This design comes from an exercise in tuning for small area, a short achievable clock period and few clock cycles on the open sky130 flow, not from production work.
The RTL was checked by simulation tests, not by an equivalence proof against the original design.

==> 09-03 <==
// gkm_opu
module gkm_opu (
    input  wire         clk,
    input  wire         rst_n,
    input  wire         cmd_valid,
    output wire         cmd_ready,
    input  wire [1:0]   cmd_op,        
    input  wire [127:0] cmd_key,       
    input  wire [63:0]  cmd_expect,
    input  wire         in_valid,
    output wire         in_ready,
    input  wire [63:0]  in_data,       
    input  wire [3:0]   in_nbytes,     
    input  wire         in_last,
    output wire         out_valid,
    input  wire         out_ready,
    output wire [63:0]  out_result,
    output wire         out_match
);
clock: 25.0 ns
lec_check: 0
cap_margin: 25
core_margin: 2
core_utilization: 40
place_density: 0.6
slew_margin: 25
standard.sh (not shown) runs the stock make flow with config.mk's settings and CLKGATE_MAP_FILE= SYNTH_SCRIPT=/design/flow/synth_recipe.tcl, a recipe that flattens the netlist after the stock synthesis.
==> flow/flow/run.sh <==
#!/bin/bash
# The standard layout (the standard.sh: ORFS synthesis to finish, unchanged
# steps and settings), except that the buffers ORFS puts on every input and
# output port are sky130_fd_sc_hd__buf_2 instead of the default delay buffer.
set -euo pipefail
export BUFFER_PORTS_ARGS="-buffer_cell sky130_fd_sc_hd__buf_2"
bash standard.sh > standard_flow.log 2>&1
==> 06-25: changes against 09-03 <==
--- a/flow/design.v
+++ b/flow/design.v
@@ -23,16 +23,18 @@
                      S_LA   = 4'd4,    
                      S_LB   = 4'd5,    
                      S_F1   = 4'd6,
                      S_F2   = 4'd7,
                      S_F3   = 4'd8,
                      S_F4   = 4'd9,
-                     S_FOLD = 4'd10;
+                     S_FOLD = 4'd10,
+                     S_CMP  = 4'd11;   
     reg  [3:0]   st;
     reg          ph;           
     reg          cfin;         
+    reg  [1:0]   rc;           
     reg  [1:0]   op;           
     reg          op32;         
     reg          pend;         
     reg          cmd_pres;     
     reg  [1:0]   cop;          
     reg          cmd_rdy, in_rdy, ov;
@@ -46,23 +48,25 @@
     reg  [4:0]   lenq;         
     reg          c_start;      
     reg          c_p1;         
     reg          c_p2;         
     reg          c_ph;         
     reg          c_crc;        
-    reg          c_crot;       
+    reg          c_crotr;      
+    reg          c_crotl;      
     reg          c_done;       
     reg          c_fold;       
+    reg          c_cmp;        
     reg          c_b, c_ff, c_len, c_hb;
     reg          c_wait;       
     reg          c_inj;        
     reg          c_sir;        
     reg          c_sin;        
     reg          c_linj;       
     reg          c_rtake;      
-    reg          c_h01, c_h2, c_h3, c_hres;
+    reg          c_h01, c_h2, c_h3, c_hres, c_hir;    
     wire [63:0] v0 = v[63:0];
     wire [63:0] v1 = v[127:64];
     wire [63:0] v2 = v[191:128];
     wire [63:0] v3 = v[255:192];
     wire [63:0] m_beat = ir_d | ((ir_last && !ir_n[3]) ? {lenq, ir_n[2:0], 56'd0} : 64'd0);
     wire [63:0] m      = c_len ? {lenq, 3'b000, 56'd0} : m_beat;
@@ -85,17 +89,13 @@
         end
     endgenerate
     wire [63:0] inj = ({64{c_sir}} & (ir_d | ((ir_last && !ir_n[3]) ? {5'd0, ir_n[2:0], 56'd0} : 64'd0))) |
                       ({64{c_sin || c_inj || c_wait}} & in_mv) |
                       ({64{c_linj}} & {lenq + 5'd1, 3'b000, 56'd0});
     wire [63:0] hsh = v0 ^ v1 ^ v2 ^ v3;
-    wire [63:0] cx   = v2 ^ (ir_d & {64{!cfin}});
-    wire [2:0]  rb   = ir_n[2:0];            
-    wire [63:0] cx1  = rb[0] ? {cx[7:0],   cx[63:8]}  : cx;
-    wire [63:0] cx2  = rb[1] ? {cx1[15:0], cx1[63:16]} : cx1;
-    wire [63:0] crt  = rb[2] ? {cx2[31:0], cx2[63:32]} : cx2;
+    wire [63:0] cx   = v2 ^ ir_d;
     wire [7:0]  lob;
     genvar gj;
     generate
         for (gj = 0; gj < 8; gj = gj + 1) begin : g_lob
             assign lob[gj] = (ir_n <= 4'd7 - gj);
         end
@@ -111,13 +111,13 @@
     gkm_crc_g u_crc (.t(cx & ~lom), .g64(g64), .g32(g32));
     wire [63:0] s_hi   = cx & lom;
     wire [63:0] c64n   = s_hi ^ g64;
     wire [31:0] c32n   = s_hi[31:0] ^ g32;
     wire [63:0] crc_nx = op32 ? {32'd0, c32n} : c64n;
     wire [63:0] crc_rs = op32 ? {32'd0, ~c32n} : ~c64n;
-    wire        crc_mt = op32 ? (~c32n == v0[31:0]) : (~c64n == v0);
+    wire        res_eq = op32 ? (res[31:0] == v0[31:0]) : (res == v0);
     wire take   = cmd_valid && cmd_rdy;
     wire accept = in_valid && in_rdy;
     wire pop    = c_crc || c_hb;
     wire hr     = (st == S_HA) || (st == S_HB) || (st == S_LA) || (st == S_LB) ||
                   (st == S_F1) || (st == S_F2) || (st == S_F3) || (st == S_F4);
     reg [3:0] st_n;
@@ -126,48 +126,53 @@
         st_n = st;
         ph_n = 1'b0;
         if (hr && !ph) begin
             ph_n = (st != S_HA) || ir_full;
         end else begin
             case (st)
-                S_CRC:  if (c_done) st_n = S_IDLE;
+                S_CRC:  if (c_done) st_n = S_CMP;
                 S_HA:   st_n = S_HB;
                 S_HB:   st_n = !ir_last ? S_HA : (ir_n[3] ? S_LA : S_F1);
                 S_LA:   st_n = S_LB;
                 S_LB:   st_n = S_F1;
                 S_F1:   st_n = S_F2;
                 S_F2:   st_n = S_F3;
                 S_F3:   st_n = S_F4;
                 S_F4:   st_n = S_FOLD;
-                S_FOLD: if (c_fold) st_n = S_IDLE;
+                S_FOLD: if (c_fold) st_n = S_CMP;
+                S_CMP:  st_n = S_IDLE;
                 default: st_n = S_IDLE;
             endcase
         end
         if (c_start) begin
             st_n = cop[1] ? S_HA : S_CRC;
             ph_n = 1'b0;
         end
     end
     wire       ir_full_n = accept || (ir_full && !pop);
     wire       ir_last_n = in_rdy ? in_last : ir_last;
     wire [3:0] ir_n_n    = in_rdy ? in_nbytes : ir_n;
-    wire       ov_n      = c_done || c_fold || (ov && !out_ready);
+    wire       ov_n      = c_cmp || (ov && !out_ready);
     wire       pend_n    = c_start || (pend && !take);
     wire       pres_n    = cmd_valid && !take;
     wire [1:0] op_n      = c_start ? cop : op;
+    wire       c_crot    = c_crotr || c_crotl;
     wire       cfin_n    = c_crot || (cfin && !c_done && !c_start);
+    wire [1:0] rsteps    = ir_n[2] ? (ir_n[1:0] == 2'd0 ? 2'd3 : ~ir_n[1:0]) : ir_n[1:0] - 2'd1;
+    wire [1:0] rc_n      = c_crot ? (cfin ? rc - 2'd1 : rsteps) : rc;
     wire       fin_n     = (st_n == S_LA) || (st_n == S_LB) || (st_n == S_F1) || (st_n == S_F2) ||
                            (st_n == S_F3) || (st_n == S_F4) || (st_n == S_FOLD);
     wire       hr_n      = (st_n == S_HA) || (st_n == S_HB) || (st_n == S_LA) || (st_n == S_LB) ||
                            (st_n == S_F1) || (st_n == S_F2) || (st_n == S_F3) || (st_n == S_F4);
     wire       beat_n    = (st_n == S_CRC) && ir_full_n;
-    wire       crot_n    = beat_n && ir_last_n && !ir_n_n[3] && !cfin_n;
+    wire       crot_n    = beat_n && ir_last_n && !ir_n_n[3] && (!cfin_n || rc_n != 2'd0);
+    wire       rleft_n   = ir_n_n[2] && (ir_n_n[1:0] != 2'd0);
     wire       crc_n     = beat_n && !crot_n && !(ir_last_n && ov_n);
     wire       done_n    = crc_n && ir_last_n;
     wire       fold_n    = (st_n == S_FOLD) && !pend_n && !ov_n;
-    wire       start_n   = ((st_n == S_IDLE) || done_n || fold_n) && pres_n && !pend_n;
+    wire       start_n   = ((st_n == S_IDLE) || (st_n == S_CMP)) && pres_n && !pend_n;
     wire       rdy_n     = pend_n && (!op_n[1] || (fin_n && !ov_n));
     wire       hb2_n     = (st_n == S_HB) && ph_n;
     wire       in_rdy_n  = !ir_full_n || crc_n || hb2_n;
     wire       p1_n      = hr_n && !ph_n && !((st_n == S_HA) && !ir_full_n);
     wire       p2_n      = hr_n && ph_n;
     wire       wait_n    = (st_n == S_HA) && !ph_n && !ir_full_n;
@@ -180,27 +185,30 @@
     endgenerate
     always @(posedge clk) begin
         if (!rst_n) begin
             st       <= S_IDLE;
             ph       <= 1'b0;
             cfin     <= 1'b0;
+            rc       <= 2'd0;
             pend     <= 1'b0;
             cmd_pres <= 1'b0;
             cmd_rdy  <= 1'b0;
             in_rdy   <= 1'b1;
             in_rdy_o <= 1'b1;
             ov       <= 1'b0;
             ir_full  <= 1'b0;
             c_start  <= 1'b0;
             c_p1     <= 1'b0;
             c_p2     <= 1'b0;
             c_ph     <= 1'b0;
             c_crc    <= 1'b0;
-            c_crot   <= 1'b0;
+            c_crotr  <= 1'b0;
+            c_crotl  <= 1'b0;
             c_done   <= 1'b0;
             c_fold   <= 1'b0;
+            c_cmp    <= 1'b0;
             c_wait   <= 1'b0;
             c_inj    <= 1'b0;
             c_sir    <= 1'b0;
             c_sin    <= 1'b0;
             c_linj   <= 1'b0;
             c_b      <= 1'b0;
@@ -209,90 +217,94 @@
             c_hb     <= 1'b0;
             c_rtake  <= 1'b0;
             c_h01    <= 1'b0;
             c_h2     <= 1'b0;
             c_h3     <= 1'b0;
             c_hres   <= 1'b0;
+            c_hir    <= 1'b0;
         end else begin
             st       <= st_n;
             ph       <= ph_n;
             cfin     <= cfin_n;
+            rc       <= rc_n;
             pend     <= pend_n;
             cmd_pres <= pres_n;
             cmd_rdy  <= rdy_n;
             in_rdy   <= in_rdy_n;
             in_rdy_o <= !ir_full_n || ((st_n == S_HB) && ph_n) ||
                         ((st_n == S_CRC) && !(ir_last_n && ov_n) &&
-                         !(ir_last_n && !ir_n_n[3] && !cfin_n));
+                         !(ir_last_n && !ir_n_n[3] && (!cfin_n || rc_n != 2'd0)));
             ov       <= ov_n;
             ir_full  <= ir_full_n;
             c_start  <= start_n;
             c_p1     <= p1_n;
             c_p2     <= p2_n;
             c_ph     <= ph_n;
             c_crc    <= crc_n;
-            c_crot   <= crot_n;
+            c_crotr  <= crot_n && !rleft_n;
+            c_crotl  <= crot_n && rleft_n;
             c_done   <= done_n;
             c_fold   <= fold_n;
+            c_cmp    <= (st_n == S_CMP);
             c_wait   <= wait_n;
             c_inj    <= hb2_n && !ir_last_n;
             c_sir    <= start_n && ir_full_n && !crc_n;
             c_sin    <= start_n && in_rdy_n;
             c_linj   <= hb2_n && ir_last_n && ir_n_n[3];
             c_b      <= ((st_n == S_HB) || (st_n == S_LB)) && ph_n;
             c_ff     <= ((st_n == S_HB && ir_last_n && !ir_n_n[3]) || (st_n == S_LB)) && ph_n;
             c_len    <= (st_n == S_LA) || (st_n == S_LB);
             c_hb     <= hb2_n;
             c_rtake  <= rtake_n;
-            c_h01    <= !(start_n || p1_n || p2_n);
+            c_h01    <= !(start_n || p1_n || p2_n || fold_n);
             c_h2     <= !(start_n || p1_n || p2_n || crc_n || crot_n);
-            c_h3     <= !(start_n || p1_n || p2_n || wait_n);
+            c_h3     <= !(start_n || p1_n || p2_n);      
             c_hres   <= !(rtake_n || done_n || fold_n);
+            c_hir    <= !in_rdy_n && !crot_n;
         end
     end
     always @(posedge clk) begin
         cop <= cmd_op;
         if (c_start) begin
             op   <= cop;
             op32 <= (cop == 2'd0);
         end
         if (in_rdy) begin
-            ir_d    <= in_m;
             ir_n    <= in_nbytes;
             ir_last <= in_last;
         end
+        ir_d <= ({64{in_rdy}} & in_m) | ({64{c_hir}} & ir_d);
         if (c_start)
             lenq <= 5'd0;
         else if (c_hb)
             lenq <= lenq + 5'd1;
-        v[255:192] <= ({64{c_start}} & (cmd_key[127:64] ^ 64'h7465646279746573 ^ inj)) |
-                      ({64{c_p1 || c_p2}} & (hy ^ inj)) |
-                      ({64{c_wait}}  & (v3 ^ inj)) |
-                      ({64{c_h3}}    & v3);
+        v[255:192] <= (({64{c_start}} & (cmd_key[127:64] ^ 64'h7465646279746573)) |
+                       ({64{c_p1 || c_p2}} & hy) |
+                       ({64{c_h3}}    & v3)) ^ inj;
         v[127:64]  <= ({64{c_start}} & (cmd_key[127:64] ^ 64'h646f72616e646f6d)) |
                       ({64{c_p1 || c_p2}} & hz) |
                       ({64{c_h01}}   & v1);
         v[63:0]    <= ({64{c_start}} & (cop[1] ? (cmd_key[63:0] ^ 64'h736f6d6570736575) : cmd_expect)) |
                       ({64{c_p1}}    & {ha[31:0], ha[63:32]}) |
                       ({64{c_p2}}    & (ha ^ (m & {64{c_b}}))) |
+                      ({64{c_fold}}  & res) |
                       ({64{c_h01}}   & v0);
         v[191:128] <= ({64{c_start}} & (cop[1] ? (cmd_key[63:0] ^ 64'h6c7967656e657261) :
                                         (cop[0] ? 64'hFFFFFFFFFFFFFFFF : 64'h00000000FFFFFFFF))) |
                       ({64{c_p1}}    & hb) |
                       ({64{c_p2}}    & ({hb[31:0], hb[63:32]} ^ {56'd0, {8{c_ff}}})) |
                       ({64{c_crc && !c_start}} & crc_nx) |
-                      ({64{c_crot}}  & crt) |
+                      ({64{c_crotr}} & {cx[7:0], cx[63:8]}) |
+                      ({64{c_crotl}} & {cx[55:0], cx[63:56]}) |
                       ({64{c_h2}}    & v2);
         res <= ({64{c_rtake}} & cmd_expect) |
                ({64{c_done}}  & crc_rs) |
                ({64{c_fold}}  & hsh) |
                ({64{c_hres}}  & res);
-        if (c_done)
-            match <= crc_mt;
-        else if (c_fold)
-            match <= (hsh == res);
+        if (c_cmp)
+            match <= res_eq;
     end
     assign cmd_ready  = cmd_rdy;
     assign in_ready   = in_rdy_o;
     assign out_valid  = ov;
     assign out_result = res;
     assign out_match  = match;
- CORE_UTILIZATION: 40 -> 35
- PLACE_DENSITY: 0.6 -> 0.55
==> 12-01: changes against 09-03 <==
- CORE_UTILIZATION: 40 -> 35
- PLACE_DENSITY: 0.6 -> 0.55
==> run summary <==
06-25 finished clean. 12-01 ran to the end with no violations. 09-03 aborted during 5_1_grt, error GRT-0116.
Between 12-01 and 06-25, the lower fmax is in 12-01 (gap 9.9%, measured against 06-25).
Of 12-01 and 06-25, 12-01 has the higher routed wire length (gap 41%, measured against 06-25).
Of 06-25 and 12-01, 12-01 has the higher critical path depth (gap 15).
Non-clock buffer count: 12-01 is higher than 06-25 (110).
==> figures <==
Delay of the slowest critical-path stage: 06-25 0.65 ns; 09-03 -; 12-01 0.99 ns
Total of plain and repair buffers excluding clock buffers: 06-25 527; 09-03 -; 12-01 637
Die X-Extent: 06-25 357 um; 09-03 358 um; 12-01 383 um
Cell with the biggest individual delay on the critical path: 06-25 sky130_fd_sc_hd__dfxtp_1; 09-03 -; 12-01 sky130_fd_sc_hd__xnor2_1
Status: 06-25 timing/DRC/antenna clean; 09-03 aborted with a tool error; 12-01 timing/DRC/antenna clean
Failing step: 06-25 -; 09-03 5_1_grt; 12-01 -
Setup WS pre-CTS: 06-25 17.99 ns; 09-03 17.52 ns; 12-01 17.63 ns
Share of final-layout standard cells stronger than drive strength 1: 06-25 15.2%; 09-03 -; 12-01 15.6%
Final TNS setup: 06-25 0 ns; 09-03 -; 12-01 0 ns
Testbench counts of 09-03, summed over its fixed seeds: cycles 96,990.
Testbench counts of 06-25, summed over its fixed seeds: cycles 98,169.
Testbench counts of 12-01, summed over its fixed seeds: cycles 96,990.

afterwards: timing with drivers on the ports:
Ports are ideal in the flow. The routed layouts listed here were re-timed in OpenROAD. Step 1: set_driving_cell puts a clkbuf_16 on clk and a buf_2 on each other input, an assumption about the parent block. Step 2 moves the port delays by t, midway between the first and last clock arrival at a register: inputs arrive t later, outputs are due t later. That takes back most of the time a late clock gives input paths. Three values: no drivers, after step 1, after step 2; two values: the first two.
run	shift t [ns]	setup slack, ns	slew at the worst register clock pin (ns)
06-25	0.735	18.459 / 18.382 / 17.937	0.07 / 0.07
12-01	0.766	17.741 / 17.741 / 17.548	0.08 / 0.08
After both steps every run listed still meets setup and hold. For 06-25, which loses most, drivers alone change the setup slack by -0.077 ns; drivers and shift together by -0.522 ns.
